Context: an optimization exercise on an open-source flow, tuned for small area, a short achievable clock period and few clock cycles per item. The choices shown serve that exercise and are no tape-out recipe.

## trial 28
==> flow/design.v <==
module shake256_core (
    input  wire         clk,
    input  wire         rst,         
    input  wire         in_valid,
    output wire         in_ready,
    input  wire [63:0]  in_data,     
    input  wire         in_last,
    input  wire [3:0]   in_nbytes,   
    output wire         done,
    output wire [255:0] digest       
);
    localparam integer RATE_LANES = 17;   
    reg [4:0]  wptr;       
    reg        wfirst;     
    reg        padpend;    
    reg        bfull;      
    reg        blast;      
    reg        bfirst;     
    reg [4:0]  blen;       
    reg        run;        
    reg [4:0]  rnd;        
    reg        plast;      
    reg        done_r;
    reg        rdy_r;      
    reg        go_r;       
    reg        keep_r;     
    reg        nkeep_r;    
    reg [RATE_LANES-1:0] use_r;   
    reg        padb_r;     
    reg [63:0] bl [0:RATE_LANES-1];
    reg [63:0] st [0:24];   
    assign in_ready = rdy_r;
    assign done     = done_r;
    assign digest   = {st[3], st[2], st[1], st[0]};
    wire       acc     = in_valid && rdy_r;
    wire       padw    = padpend && !bfull;
    wire       short_l = in_last && (in_nbytes < 4'd8);    
    wire       wr      = acc || padw;
    wire       take    = !run && bfull;                     
    reg [63:0] din;
    integer j;
    always @* begin
        for (j = 0; j < 8; j = j + 1) begin
            if (padpend)
                din[8*j +: 8] = (j == 0) ? 8'h1F : 8'h00;
            else if (!short_l || j < in_nbytes[2:0])
                din[8*j +: 8] = in_data[8*j +: 8];
            else if (j == in_nbytes[2:0])
                din[8*j +: 8] = 8'h1F;
            else
                din[8*j +: 8] = 8'h00;
        end
    end
    integer i;
    always @(posedge clk) begin
        for (i = 0; i < RATE_LANES; i = i + 1)
            if (wr && wptr == i)
                bl[i] <= din;
    end
    reg [4:0] wptr_n, blen_n, rnd_n;
    reg       wfirst_n, padpend_n, bfull_n, blast_n, bfirst_n, run_n, plast_n;
    reg       cpl, cpl_last;
    always @* begin
        wptr_n = wptr; wfirst_n = wfirst; padpend_n = padpend;
        bfull_n = bfull && !take; blast_n = blast; bfirst_n = bfirst; blen_n = blen;
        cpl = 1'b0; cpl_last = 1'b0;
        if (padw) begin
            cpl = 1'b1; cpl_last = 1'b1; padpend_n = 1'b0;
        end else if (acc) begin
            if (short_l) begin
                cpl = 1'b1; cpl_last = 1'b1;
            end else begin
                if (in_last)
                    padpend_n = 1'b1;
                if (wptr == RATE_LANES-1)
                    cpl = 1'b1;
            end
        end
        if (cpl) begin
            bfull_n  = 1'b1;
            blast_n  = cpl_last;
            bfirst_n = wfirst;
            blen_n   = wptr;
            wfirst_n = cpl_last;
            wptr_n   = 5'd0;
        end else if (acc) begin
            wptr_n = wptr + 5'd1;
        end
        run_n = run; rnd_n = rnd; plast_n = plast;
        if (run) begin
            if (rnd == 5'd23) begin
                run_n = 1'b0; rnd_n = 5'd0;
            end else begin
                rnd_n = rnd + 5'd1;
            end
        end else if (bfull) begin
            run_n = 1'b1; rnd_n = 5'd1; plast_n = blast;
        end
        if (rst) begin
            wptr_n = 5'd0; wfirst_n = 1'b1; padpend_n = 1'b0; bfull_n = 1'b0;
            run_n = 1'b0; rnd_n = 5'd0;
        end
    end
    wire take_n = !run_n && bfull_n;
    always @(posedge clk) begin
        wptr    <= wptr_n;
        wfirst  <= wfirst_n;
        padpend <= padpend_n;
        bfull   <= bfull_n;
        blast   <= blast_n;
        bfirst  <= bfirst_n;
        blen    <= blen_n;
        run     <= run_n;
        rnd     <= rnd_n;
        plast   <= plast_n;
        done_r  <= !rst && run && rnd == 5'd23 && plast;
        rdy_r   <= !bfull_n && !padpend_n;
        go_r    <= run_n || bfull_n;
        keep_r  <= !(take_n && bfirst_n);
        nkeep_r <= take_n && bfirst_n;
        padb_r  <= take_n && blast_n;
        for (i = 0; i < RATE_LANES; i = i + 1)
            use_r[i] <= take_n && (i <= blen_n);
    end
    function [63:0] rc;
        input [4:0] r;
        begin
            case (r)
                5'd0:  rc = 64'h0000000000000001;
                5'd1:  rc = 64'h0000000000008082;
                5'd2:  rc = 64'h800000000000808A;
                5'd3:  rc = 64'h8000000080008000;
                5'd4:  rc = 64'h000000000000808B;
                5'd5:  rc = 64'h0000000080000001;
                5'd6:  rc = 64'h8000000080008081;
                5'd7:  rc = 64'h8000000000008009;
                5'd8:  rc = 64'h000000000000008A;
                5'd9:  rc = 64'h0000000000000088;
                5'd10: rc = 64'h0000000080008009;
                5'd11: rc = 64'h000000008000000A;
                5'd12: rc = 64'h000000008000808B;
                5'd13: rc = 64'h800000000000008B;
                5'd14: rc = 64'h8000000000008089;
                5'd15: rc = 64'h8000000000008003;
                5'd16: rc = 64'h8000000000008002;
                5'd17: rc = 64'h8000000000000080;
                5'd18: rc = 64'h000000000000800A;
                5'd19: rc = 64'h800000008000000A;
                5'd20: rc = 64'h8000000080008081;
                5'd21: rc = 64'h8000000000008080;
                5'd22: rc = 64'h0000000080000001;
                default: rc = 64'h8000000080008008;
            endcase
        end
    endfunction
    function integer rho;
        input integer k;
        begin
            case (k)
                0: rho = 0;   1: rho = 1;   2: rho = 62;  3: rho = 28;  4: rho = 27;
                5: rho = 36;  6: rho = 44;  7: rho = 6;   8: rho = 55;  9: rho = 20;
                10: rho = 3;  11: rho = 10; 12: rho = 43; 13: rho = 25; 14: rho = 39;
                15: rho = 41; 16: rho = 45; 17: rho = 15; 18: rho = 21; 19: rho = 8;
                20: rho = 18; 21: rho = 2;  22: rho = 61; 23: rho = 56; default: rho = 14;
            endcase
        end
    endfunction
    reg [63:0] xs [0:24];
    reg [63:0] ab [0:24];
    reg [63:0] ps [0:4];
    reg [63:0] pb [0:4];
    reg [63:0] c [0:4];
    reg [63:0] d [0:4];
    reg [63:0] a [0:24];
    reg [63:0] b [0:24];
    reg [63:0] nxt [0:24];
    integer x, y;
    always @* begin
        for (i = 0; i < 25; i = i + 1) begin
            ab[i] = 64'd0;
            if (i < RATE_LANES)
                ab[i] = use_r[i] ? bl[i] : 64'd0;
        end
        ab[RATE_LANES-1][63] = ab[RATE_LANES-1][63] ^ padb_r;
        for (i = 0; i < 25; i = i + 1)
            xs[i] = (nkeep_r ? 64'd0 : st[i]) ^ ab[i];
        for (x = 0; x < 5; x = x + 1) begin
            ps[x] = st[x] ^ st[x+5] ^ st[x+10] ^ st[x+15] ^ st[x+20];
            pb[x] = ab[x] ^ ab[x+5] ^ ab[x+10] ^ ab[x+15] ^ ab[x+20];
            c[x]  = (keep_r ? ps[x] : 64'd0) ^ pb[x];
        end
        for (x = 0; x < 5; x = x + 1)
            d[x] = c[(x+4)%5] ^ {c[(x+1)%5][62:0], c[(x+1)%5][63]};
        for (i = 0; i < 25; i = i + 1)
            a[i] = xs[i] ^ d[i%5];
        for (x = 0; x < 5; x = x + 1)
            for (y = 0; y < 5; y = y + 1)
                b[y + 5*((2*x + 3*y) % 5)] = (a[x+5*y] << rho(x+5*y)) |
                                             (a[x+5*y] >> ((64 - rho(x+5*y)) % 64));
        for (x = 0; x < 5; x = x + 1)
            for (y = 0; y < 5; y = y + 1)
                nxt[x+5*y] = b[x+5*y] ^ (~b[(x+1)%5+5*y] & b[(x+2)%5+5*y]);
        nxt[0] = nxt[0] ^ rc(rnd);
    end
    always @(posedge clk) begin
        if (go_r)
            for (i = 0; i < 25; i = i + 1)
                st[i] <= nxt[i];
    end
endmodule
clock: 6.5 ns
lec_check: 0
cap_margin: 30
core_margin: 2
core_utilization: 45
setup_slack_margin: 2.5
slew_margin: 30
standard.sh (not shown) runs the stock make flow with config.mk's settings and CLKGATE_MAP_FILE= SYNTH_SCRIPT=/design/flow/synth_recipe.tcl, a recipe that flattens the netlist after the stock synthesis.
==> flow/flow/run.sh <==
#!/bin/bash
# Standard ORFS layout, except that synthesis maps the logic with an
# area-oriented ABC script (flow/abc_map.script) in place of ORFS's speed
# script. Everything else in synthesis (synth_recipe.tcl: no fsm/share passes,
# flattening, renaming) is the standard flow's own, so registers and their cells are the
# standard synthesis's.
set -euo pipefail
W=$(pwd)
{
  cat <<'EOT'
proc abc {args} {
  set i [lsearch -exact $args -script]
  if { $i >= 0 } { set args [lreplace $args $i [expr {$i + 1}] -script $::env(MY_ABC_SCRIPT)] }
  set j [lsearch -exact $args -D]
  if { $j >= 0 } { set args [lreplace $args $j [expr {$j + 1}]] }
  yosys abc {*}$args
}
EOT
  cat synth_recipe.tcl
} > "$W/flow_synth.tcl"
export MY_ABC_SCRIPT="$W/flow/abc_map.script"
bash standard.sh SYNTH_SCRIPT="$W/flow_synth.tcl" synth > "$W/synth_make.log" 2>&1
bash standard.sh > "$W/layout_make.log" 2>&1
==> flow/flow/abc_map.script <==
strash
dch
map -a
topo
stime -c
> inputs changed (trial 28 -> trial 16)
-- flow/design.v --
<<< trial 28, line 167
    endfunction
    reg [63:0] xs [0:24];
    reg [63:0] ab [0:24];
    reg [63:0] ps [0:4];
    reg [63:0] pb [0:4];
    reg [63:0] c [0:4];
    reg [63:0] d [0:4];
>>> trial 16, line 167
    endfunction
    reg [63:0] xs [0:24];
    reg [63:0] c [0:4];
    reg [63:0] d [0:4];
<<< trial 28, line 178
    always @* begin
        for (i = 0; i < 25; i = i + 1) begin
            ab[i] = 64'd0;
            if (i < RATE_LANES)
                ab[i] = use_r[i] ? bl[i] : 64'd0;
        end
        ab[RATE_LANES-1][63] = ab[RATE_LANES-1][63] ^ padb_r;
        for (i = 0; i < 25; i = i + 1)
            xs[i] = (nkeep_r ? 64'd0 : st[i]) ^ ab[i];
        for (x = 0; x < 5; x = x + 1) begin
            ps[x] = st[x] ^ st[x+5] ^ st[x+10] ^ st[x+15] ^ st[x+20];
            pb[x] = ab[x] ^ ab[x+5] ^ ab[x+10] ^ ab[x+15] ^ ab[x+20];
            c[x]  = (keep_r ? ps[x] : 64'd0) ^ pb[x];
        end
        for (x = 0; x < 5; x = x + 1)
            d[x] = c[(x+4)%5] ^ {c[(x+1)%5][62:0], c[(x+1)%5][63]};
>>> trial 16, line 175
    always @* begin
        for (i = 0; i < 25; i = i + 1) begin
            xs[i] = ((i % 2 == 0) ? keep_r : !nkeep_r) ? st[i] : 64'd0;
            if (i < RATE_LANES)
                xs[i] = xs[i] ^ (use_r[i] ? bl[i] : 64'd0);
        end
        xs[RATE_LANES-1][63] = xs[RATE_LANES-1][63] ^ padb_r;
        for (x = 0; x < 5; x = x + 1)
            c[x] = xs[x] ^ xs[x+5] ^ xs[x+10] ^ xs[x+15] ^ xs[x+20];
        for (x = 0; x < 5; x = x + 1)
            d[x] = c[(x+4)%5] ^ {c[(x+1)%5][62:0], c[(x+1)%5][63]};
### Flow results
The higher actual slew at the worst max-slew pin came out of trial 16.
[compare] base=trial 28 new=trial 16: met3 track utilization from global routing has increased, placement-stage cell area has decreased, number of nets produced by synthesis has decreased.
Of trial 16 and trial 28, the run reporting the lower count of clock buffers in the final design was trial 28.
Going from trial 28 to trial 16, area after synthesis decreased 7.5%.
Diff trial 28 -> trial 16 | post-layout instance area | up by a few percent
No functional check of the RTL was part of any run of this note.

## re-timing with driven ports
In the flow no input, the clock included, has a driving cell. The finished layouts below were timed again as built, in two steps. Step 1 sets driving cells, clkbuf_16 on the clock port and buf_2 on the other inputs (assumed; they add their load-dependent delay and slew). Step 2 also shifts input and output timing later by t, the mid clock arrival at the registers, as if the neighbouring blocks saw the same clock. Three values: ideal ports, drivers, drivers and shift; two values: the first two.
| run | t (ns) | setup WS [ns] | worst setup path after step 2 | worst slew at a driven data input, ns | cell pins on the clock port's net |
|---|---|---|---|---|---|
| trial 28 | 1.122 | 2.145 / 2.145 / 1.425 | input to register | 0.11 | 1 |
| trial 16 | 1.107 | 2.293 / 2.293 / 1.508 | input to register | 0.12 | 1 |
After both steps setup and hold are still met in every run listed. For trial 16, which loses most, drivers alone change the setup slack by 0.000 ns; drivers and shift together by -0.785 ns.
